Context: an optimization exercise on an open-source flow, tuned for small area, a short achievable clock period and few clock cycles per item. The choices shown serve that exercise and are no tape-out recipe. RTL that was checked went through simulation tests only; none was proved equivalent to the original. Power figures rest on the tool's default switching activity, not on a simulated workload.

Setup of S:
## cws_bitenc
module cws_bitenc (
    input  wire        clk,
    input  wire        rst,
    input  wire        cmd_valid,
    output wire        cmd_ready,
    input  wire [1:0]  cmd_hdr,
    input  wire [1:0]  cmd_crc,
    input  wire        cmd_fec,
    input  wire [12:0] cmd_len,
    input  wire [15:0] cmd_bseq,
    input  wire [31:0] cmd_user,
    input  wire        in_valid,
    output wire        in_ready,
    input  wire [7:0]  in_data,
    output wire        out_valid,
    input  wire        out_ready,
    output wire [15:0] out_data,
    output wire [4:0]  out_nbits,
    output wire        out_last
);
Size: about 830 cells after synthesis, about 170 flip-flops, roughly 100 I/O pins, ~8700 um2 of cells after synthesis.
==> flow/config.mk <==
export PLATFORM = sky130hd
export DESIGN_NAME = cws_bitenc
export DESIGN_NICKNAME = cws_bitenc
export VERILOG_FILES = /design/flow/design.v
export SDC_FILE = /design/flow/constraint.sdc
export NUM_CORES = 4
export LEC_CHECK = 0
export CAP_MARGIN = 20
export CORE_MARGIN = 2
export CORE_UTILIZATION = 40
export CTS_BUF_LIST = sky130_fd_sc_hd__clkbuf_8
export PLACE_DENSITY = 0.6
export SETUP_SLACK_MARGIN = 2.8
export SLEW_MARGIN = 20
==> flow/constraint.sdc <==
create_clock -name core_clock -period 5.0 [get_ports {clk}]
set_input_delay 1.0000 -clock core_clock [delete_from_list [all_inputs] [get_ports {clk}]]
set_output_delay 1.0000 -clock core_clock [all_outputs]
set_load 0.01 [all_outputs]
standard.sh (not shown) runs the stock make flow with config.mk's settings and CLKGATE_MAP_FILE= SYNTH_SCRIPT=/design/flow/synth_recipe.tcl, a recipe that flattens the netlist after the stock synthesis.
==> flow/flow/run.sh <==
#!/bin/bash
# The standard layout, with plain buffers (buf_1) on the ports instead of
# the delay-cell buffers that buffer_ports picks by default. Every port
# still gets its own buffer.
set -euo pipefail
bash standard.sh finish "BUFFER_PORTS_ARGS=-buffer_cell sky130_fd_sc_hd__buf_1" > flow_make.log 2>&1
#### Input delta (R over S)
-- flow/design.v --
<<< S, line 20
);
    reg        idle;           
    reg        f_h1, f_h, f_pay, f_c, f_tail, f_empty;
    reg  [5:0] hsel;           
    reg  [3:0] csel;           
>>> R, line 20
);
    reg        idle;           
    reg        f_h1, f_h, f_pay, f_c, f_tail;
    reg  [5:0] hsel;           
    reg  [3:0] csel;           
<<< S, line 119
    wire nxt_d = f_h1 || f_h || f_pay;
    wire nxt_l = (((f_h && h_end && !has_pay) || (f_pay && pay_last)) && nocrc && !fec) ||
                 (f_c && c_end && !fec) || f_tail || f_empty;
    wire nxt_v = f_h1 || f_h || c_ok || f_tail || f_empty || p_ok;
    wire fetch_h1   = take && f_h1;
    wire fetch_h    = take && f_h;
>>> R, line 119
    wire nxt_d = f_h1 || f_h || f_pay;
    wire nxt_l = (((f_h && h_end && !has_pay) || (f_pay && pay_last)) && nocrc && !fec) ||
                 (f_c && c_end && !fec) || f_tail;
    wire nxt_v = f_h1 || f_h || c_ok || f_tail || p_ok;
    wire fetch_h1   = take && f_h1;
    wire fetch_h    = take && f_h;
<<< S, line 158
            cur_d   <= 1'b1;
            cur_t   <= 1'b0;
            cur_e   <= 1'b0;
            cur_l   <= 1'b0;
        end else begin
            if (push) begin
>>> R, line 158
            cur_d   <= 1'b1;
            cur_t   <= 1'b0;
            cur_e   <= cmd_empty;
            cur_l   <= cmd_empty;
        end else begin
            if (push) begin
<<< S, line 175
                cur_d <= nxt_d;
                cur_t <= f_tail;
                cur_e <= f_empty;
                cur_l <= nxt_l;
            end
>>> R, line 175
                cur_d <= nxt_d;
                cur_t <= f_tail;
                cur_l <= nxt_l;
            end
<<< S, line 192
            f_c        <= 1'b0;
            f_tail     <= 1'b0;
            f_empty    <= 1'b0;
            cur_v      <= 1'b0;
            q1_v       <= 1'b0;
>>> R, line 191
            f_c        <= 1'b0;
            f_tail     <= 1'b0;
            cur_v      <= 1'b0;
            q1_v       <= 1'b0;
<<< S, line 202
                f_c    <= (cmd_hdr == 2'd0) && (cmd_len == 13'd0) && (cmd_crc != 2'd0);
                f_tail <= (cmd_hdr == 2'd0) && (cmd_len == 13'd0) && (cmd_crc == 2'd0) && cmd_fec;
                f_empty <= cmd_empty;
            end else begin
                if (go && cur_l)
>>> R, line 200
                f_c    <= (cmd_hdr == 2'd0) && (cmd_len == 13'd0) && (cmd_crc != 2'd0);
                f_tail <= (cmd_hdr == 2'd0) && (cmd_len == 13'd0) && (cmd_crc == 2'd0) && cmd_fec;
            end else begin
                if (go && cur_l)
<<< S, line 218
                else if (fetch_tail)
                    f_tail <= 1'b0;
                if (take && f_empty)
                    f_empty <= 1'b0;
            end
            f_h1 <= f_h1_n;
>>> R, line 215
                else if (fetch_tail)
                    f_tail <= 1'b0;
            end
            f_h1 <= f_h1_n;
<<< S, line 226
            else if (fetch_h && h_end)
                f_h <= 1'b0;
            cur_v      <= accept ? (cmd_hdr != 2'd0) :
                          (take ? nxt_v : 1'b1);
            q1_v       <= q1_v_n;
>>> R, line 221
            else if (fetch_h && h_end)
                f_h <= 1'b0;
            cur_v      <= accept ? ((cmd_hdr != 2'd0) || cmd_empty) :
                          (take ? nxt_v : 1'b1);
            q1_v       <= q1_v_n;
Results
R ended up with sky130_fd_sc_hd__nand2_1 as its commonest non-fill, non-tap cell in the layout; S ended up with sky130_fd_sc_hd__buf_1.
R vs. S: internal power of the cells rose by about 2%, logic depth of the worst path, buffers included fell 1, sequential share of layout area climbed 0.31 points, net switching power lost 5.3%.
Compared with S, R shows sequential-to-total area share from yosys stat lower by 0.56 points.
[diff] placeable core region, R relative to S: regression
Relative slew slack, S and R: larger value in S
In the reports for S and R, the smaller area growth from synthesis to layout belongs to R.
Compared with S, in R required time at the endpoint of the critical path now smaller, wire length now larger, die area now larger, number of global-route vias before repair now smaller.
Testbench counts of R, summed over its fixed seeds: cycles 90,573, items 1,077,244.
Only the layout flow was run in S; the RTL was not checked for function there.

---

The RTL this note starts from:
==> flow/design.v <==
module cws_bitenc (
    input  wire        clk,
    input  wire        rst,
    input  wire        cmd_valid,
    output wire        cmd_ready,
    input  wire [1:0]  cmd_hdr,
    input  wire [1:0]  cmd_crc,
    input  wire        cmd_fec,
    input  wire [12:0] cmd_len,
    input  wire [15:0] cmd_bseq,
    input  wire [31:0] cmd_user,
    input  wire        in_valid,
    output wire        in_ready,
    input  wire [7:0]  in_data,
    output wire        out_valid,
    input  wire        out_ready,
    output wire [15:0] out_data,
    output wire [4:0]  out_nbits,
    output wire        out_last
);
    reg        idle;           
    reg        f_h1, f_h, f_pay, f_c, f_tail;
    reg  [2:0] fcnt;           
    reg  [1:0] ccnt;           
    reg        hlong, has_pay, ck16, ck32, fec;
    reg [47:0] hsr;            
    reg [31:0] crc;            
    reg  [5:0] enc;            
    reg [12:0] in_left;        
    reg        hi_z;           
    reg        in_ready_r;
    reg  [7:0] cur;            
    reg        cur_v;
    reg        cur_d;          
    reg        cur_t;          
    reg        cur_e;          
    reg        cur_l;          
    reg        cur_c;          
    reg  [7:0] q1_d;           
    reg        q1_v;
    reg        pk_half;        
    reg [15:0] od;
    reg        ov, ol;
    reg  [2:0] onb;
    function [15:0] crc16_byte(input [15:0] c, input [7:0] b);
        integer i;
        reg [15:0] r;
        begin
            r = c;
            for (i = 7; i >= 0; i = i - 1)
                r = {r[14:0], 1'b0} ^ ((r[15] ^ b[i]) ? 16'h1021 : 16'h0000);
            crc16_byte = r;
        end
    endfunction
    function [31:0] crc32_byte(input [31:0] c, input [7:0] b);
        integer i;
        reg [31:0] r;
        begin
            r = c;
            for (i = 0; i < 8; i = i + 1)
                r = {1'b0, r[31:1]} ^ ((r[0] ^ b[i]) ? 32'hEDB8_8320 : 32'h0000_0000);
            crc32_byte = r;
        end
    endfunction
    wire [31:0] c32n = crc32_byte(crc, cur);
    wire [15:0] c16n = crc16_byte(crc[31:16], cur);
    wire [31:0] crc_upd = {ck32 ? c32n[31:16] : c16n, c32n[15:0]};
    wire out_free = !ov || out_ready;
    wire go = cur_v && out_free;
    reg [15:0] fw;
    reg  [5:0] enc_n;
    always @* begin : conv
        integer i;
        reg [6:0] w;
        reg [5:0] s;
        s = enc;
        for (i = 0; i < 8; i = i + 1) begin
            w = {cur[7 - i], s};
            fw[2 * i]     = ^(w & 7'o171);
            fw[2 * i + 1] = ^(w & 7'o133);
            s = w[6:1];
        end
        enc_n = s;
    end
    wire [7:0] rb = {cur[0], cur[1], cur[2], cur[3], cur[4], cur[5], cur[6], cur[7]};
    wire        complete = fec || cur_e || pk_half || cur_l;
    wire [15:0] cb = fec     ? {fw[15:12] & {4{!cur_t}}, fw[11:0]} :
                     pk_half ? {rb, od[7:0]} : {8'h00, rb};
    wire [2:0]  cb_nb = fec     ? (cur_t ? 3'b011 : 3'b100) :
                        pk_half ? 3'b100 :
                        cur_e   ? 3'b000 : 3'b010;
    wire keep0  = cur_v && !go;
    wire push   = in_valid && in_ready_r;
    wire accept = idle && cmd_valid;
    wire left_z = hi_z && (in_left[3:0] == 4'd0);
    wire left_1 = hi_z && (in_left[3:0] == 4'd1);
    wire hi_1   = (in_left[12:4] == 9'd1);
    wire h_end  = (fcnt == (hlong ? 3'd7 : 3'd3));
    reg  [7:0] cbyte;
    always @* begin
        case (ccnt)
            2'd0:    cbyte = crc[31:24];
            2'd1:    cbyte = crc[23:16];
            2'd2:    cbyte = crc[15:8];
            default: cbyte = crc[7:0];
        endcase
        cbyte = cbyte ^ {8{ck32}};
    end
    reg  [7:0] hbyte;          
    always @* begin
        case (fcnt)
            3'd2:    hbyte = hsr[47:40];
            3'd3:    hbyte = hsr[39:32];
            3'd4:    hbyte = hsr[31:24];
            3'd5:    hbyte = hsr[23:16];
            3'd6:    hbyte = hsr[15:8];
            default: hbyte = hsr[7:0];
        endcase
    end
    wire c_end  = (ccnt == (ck32 ? 2'd3 : 2'd1));
    wire nocrc  = !ck16 && !ck32;
    wire take = !keep0;
    wire pay_last = q1_v ? left_z : left_1;
    wire c_ok  = f_c && !(cur_v && cur_d);
    wire crc_en = cur_v && cur_d && !cur_c;
    wire p_ok  = f_pay && (q1_v || push);
    wire [7:0] nxt = f_h1 ? in_left[7:0] :
                     f_h  ? hbyte :
                     f_c  ? cbyte :
                     f_pay ? (q1_v ? q1_d : in_data) : 8'd0;
    wire nxt_d = f_h1 || f_h || f_pay;
    wire nxt_l = (((f_h && h_end && !has_pay) || (f_pay && pay_last)) && nocrc && !fec) ||
                 (f_c && c_end && !fec) || f_tail;
    wire nxt_v = f_h1 || f_h || c_ok || f_tail || p_ok;
    wire fetch_h1   = take && f_h1;
    wire fetch_h    = take && f_h;
    wire fetch_pay  = take && f_pay;
    wire fetch_c    = take && c_ok;
    wire fetch_tail = take && f_tail;
    wire pay_got    = take && p_ok;
    wire data_end = (fetch_h && h_end && !has_pay) || (pay_got && pay_last);
    wire q1_v_n = fetch_pay ? (q1_v && push) : (q1_v || push);
    wire f_h1_n = accept ? (cmd_hdr != 2'd0) : (f_h1 && !fetch_h1);
    wire left_nz_n = accept ? (cmd_len != 13'd0) :
                     idle ? 1'b0 :
                     push ? !left_1 : !left_z;
    wire cmd_empty = (cmd_hdr == 2'd0) && (cmd_len == 13'd0) &&
                     (cmd_crc == 2'd0) && !cmd_fec;
    assign cmd_ready = idle;
    assign in_ready  = in_ready_r;
    assign out_valid = ov;
    assign out_data  = od;
    assign out_nbits = {onb, 2'b00};
    assign out_last  = ol;
    always @(posedge clk) begin
        if (idle) begin
            hlong   <= (cmd_hdr == 2'd2);
            has_pay <= (cmd_len != 13'd0);
            ck16    <= (cmd_crc == 2'd1);
            ck32    <= (cmd_crc == 2'd2);
            fec     <= cmd_fec;
            hsr     <= {cmd_bseq, cmd_user};
            in_left <= cmd_len;
            crc     <= 32'hFFFF_FFFF;
            enc     <= 6'd0;
            fcnt    <= 3'd2;
            ccnt    <= 2'd0;
            hi_z    <= (cmd_len[12:4] == 9'd0);
            cur     <= {3'b000, cmd_len[12:8]};
            cur_d   <= 1'b1;
            cur_t   <= 1'b0;
            cur_e   <= cmd_empty;
            cur_l   <= cmd_empty;
        end else begin
            if (push) begin
                in_left <= in_left - 13'd1;
                if (in_left[3:0] == 4'd0)
                    hi_z <= hi_1;
            end
            if (crc_en)
                crc <= crc_upd;
            if (go)
                enc <= enc_n;
            if (take) begin
                cur   <= nxt;
                cur_d <= nxt_d;
                cur_t <= f_tail;
                cur_l <= nxt_l;
            end
            if (fetch_h)
                fcnt <= fcnt + 3'd1;
            if (fetch_c)
                ccnt <= ccnt + 2'd1;
        end
        if (!(q1_v && !fetch_pay))
            q1_d <= in_data;
        if (rst) begin
            idle       <= 1'b1;
            f_h1       <= 1'b0;
            f_h        <= 1'b0;
            f_pay      <= 1'b0;
            f_c        <= 1'b0;
            f_tail     <= 1'b0;
            cur_v      <= 1'b0;
            cur_c      <= 1'b0;
            q1_v       <= 1'b0;
            in_ready_r <= 1'b0;
        end else begin
            if (accept) begin
                idle   <= 1'b0;
                f_pay  <= (cmd_hdr == 2'd0) && (cmd_len != 13'd0);
                f_c    <= (cmd_hdr == 2'd0) && (cmd_len == 13'd0) && (cmd_crc != 2'd0);
                f_tail <= (cmd_hdr == 2'd0) && (cmd_len == 13'd0) && (cmd_crc == 2'd0) && cmd_fec;
            end else begin
                if (go && cur_l)
                    idle <= 1'b1;
                if (fetch_h && h_end && has_pay)
                    f_pay <= 1'b1;
                else if (pay_got && pay_last)
                    f_pay <= 1'b0;
                if (data_end && !nocrc)
                    f_c <= 1'b1;
                else if (fetch_c && c_end)
                    f_c <= 1'b0;
                if ((data_end && nocrc && fec) || (fetch_c && c_end && fec))
                    f_tail <= 1'b1;
                else if (fetch_tail)
                    f_tail <= 1'b0;
            end
            f_h1 <= f_h1_n;
            if (fetch_h1)
                f_h <= 1'b1;
            else if (fetch_h && h_end)
                f_h <= 1'b0;
            cur_v      <= accept ? ((cmd_hdr != 2'd0) || cmd_empty) :
                          (take ? nxt_v : 1'b1);
            cur_c      <= !take && (cur_c || crc_en);
            q1_v       <= q1_v_n;
            in_ready_r <= left_nz_n && !q1_v_n && !f_h1_n;
        end
        if (rst)
            pk_half <= 1'b0;
        else if (go)
            pk_half <= !complete;
        if (out_free) begin
            od  <= cb;
            onb <= cb_nb;
            ol  <= cur_l;
        end
        if (rst)
            ov <= 1'b0;
        else if (out_free)
            ov <= go && complete;
    end
endmodule
==> flow/config.mk <==
export PLATFORM = sky130hd
export DESIGN_NAME = cws_bitenc
export DESIGN_NICKNAME = cws_bitenc
export VERILOG_FILES = /design/flow/design.v
export SDC_FILE = /design/flow/constraint.sdc
export NUM_CORES = 4
export LEC_CHECK = 0
export CAP_MARGIN = 20
export CORE_MARGIN = 2
export CORE_UTILIZATION = 40
export PLACE_DENSITY = 0.6
export SETUP_SLACK_MARGIN = 2.8
export SLEW_MARGIN = 20
==> flow/constraint.sdc <==
create_clock -name core_clock -period 5.0 [get_ports {clk}]
set_input_delay 1.0000 -clock core_clock [delete_from_list [all_inputs] [get_ports {clk}]]
set_output_delay 1.0000 -clock core_clock [all_outputs]
set_load 0.01 [all_outputs]
Scripts as last shown in full above: flow/flow/run.sh
Then changed:
--- a/flow/design.v
+++ b/flow/design.v
@@ -34,9 +34,8 @@
     reg        cur_d;          
     reg        cur_t;          
     reg        cur_e;          
     reg        cur_l;          
-    reg        cur_c;          
     reg  [7:0] q1_d;           
     reg        q1_v;
     reg        pk_half;        
     reg [15:0] od;
@@ -121,9 +120,8 @@
     wire nocrc  = !ck16 && !ck32;
     wire take = !keep0;
     wire pay_last = q1_v ? left_z : left_1;
     wire c_ok  = f_c && !(cur_v && cur_d);
-    wire crc_en = cur_v && cur_d && !cur_c;
     wire p_ok  = f_pay && (q1_v || push);
     wire [7:0] nxt = f_h1 ? in_left[7:0] :
                      f_h  ? hbyte :
                      f_c  ? cbyte :
@@ -176,12 +174,13 @@
                 in_left <= in_left - 13'd1;
                 if (in_left[3:0] == 4'd0)
                     hi_z <= hi_1;
             end
-            if (crc_en)
-                crc <= crc_upd;
-            if (go)
+            if (go) begin
+                if (cur_d)
+                    crc <= crc_upd;
                 enc <= enc_n;
+            end
             if (take) begin
                 cur   <= nxt;
                 cur_d <= nxt_d;
                 cur_t <= f_tail;
@@ -201,9 +200,8 @@
             f_pay      <= 1'b0;
             f_c        <= 1'b0;
             f_tail     <= 1'b0;
             cur_v      <= 1'b0;
-            cur_c      <= 1'b0;
             q1_v       <= 1'b0;
             in_ready_r <= 1'b0;
         end else begin
             if (accept) begin
@@ -233,9 +231,8 @@
             else if (fetch_h && h_end)
                 f_h <= 1'b0;
             cur_v      <= accept ? ((cmd_hdr != 2'd0) || cmd_empty) :
                           (take ? nxt_v : 1'b1);
-            cur_c      <= !take && (cur_c || crc_en);
             q1_v       <= q1_v_n;
             in_ready_r <= left_nz_n && !q1_v_n && !f_h1_n;
         end
         if (rst)
After rerunning:
- die area went up by 0.34%
- worst setup slack stays flat
- clock-buffer cell count does not change
- final area went up by 0.39%
- synthesized cell count went up by 1.5%
- sequential cell count went down by 1
- first-iteration DRC count went up by 8.5%
Testbench counts after the change, summed over its fixed seeds: cycles 90,573, items 1,077,244.
Function not checked in the first run of this note: the RTL went through the layout flow alone.

-- separate check: timing with driven ports --
The results above use ideal ports. As a check the final layouts listed here were re-extracted and re-timed, cells and wires unchanged. Step 1: set_driving_cell puts a clkbuf_16 on clk and a buf_2 on each other input, an assumption about the parent block. Step 2, shift: input delay + t, output delay - t, t = (earliest + latest rising clock arrival at the registers) / 2. This alone moves slack from input paths to output paths. Slacks: ideal / step 1 / step 2; pairs: ideal / step 1.
| run | t, ns | setup WS [ns] | hold WS [ns] |
|---|---|---|---|
| S | 0.504 | 2.850 / 2.850 / 2.379 | 0.480 / 0.480 / 0.480 |
| R | 0.508 | 2.867 / 2.838 / 2.380 | 0.485 / 0.485 / 0.485 |
| the first run of note 2 | 0.464 | 2.825 / 2.816 / 2.386 | 0.488 / 0.488 / 0.488 |
| the second run of note 2 | 0.472 | 2.825 / 2.779 / 2.494 | 0.477 / 0.477 / 0.477 |
After both steps every run listed still meets setup and hold. The setup slack of R, which loses most, moves by -0.029 ns with the drivers and by -0.487 ns with both steps.
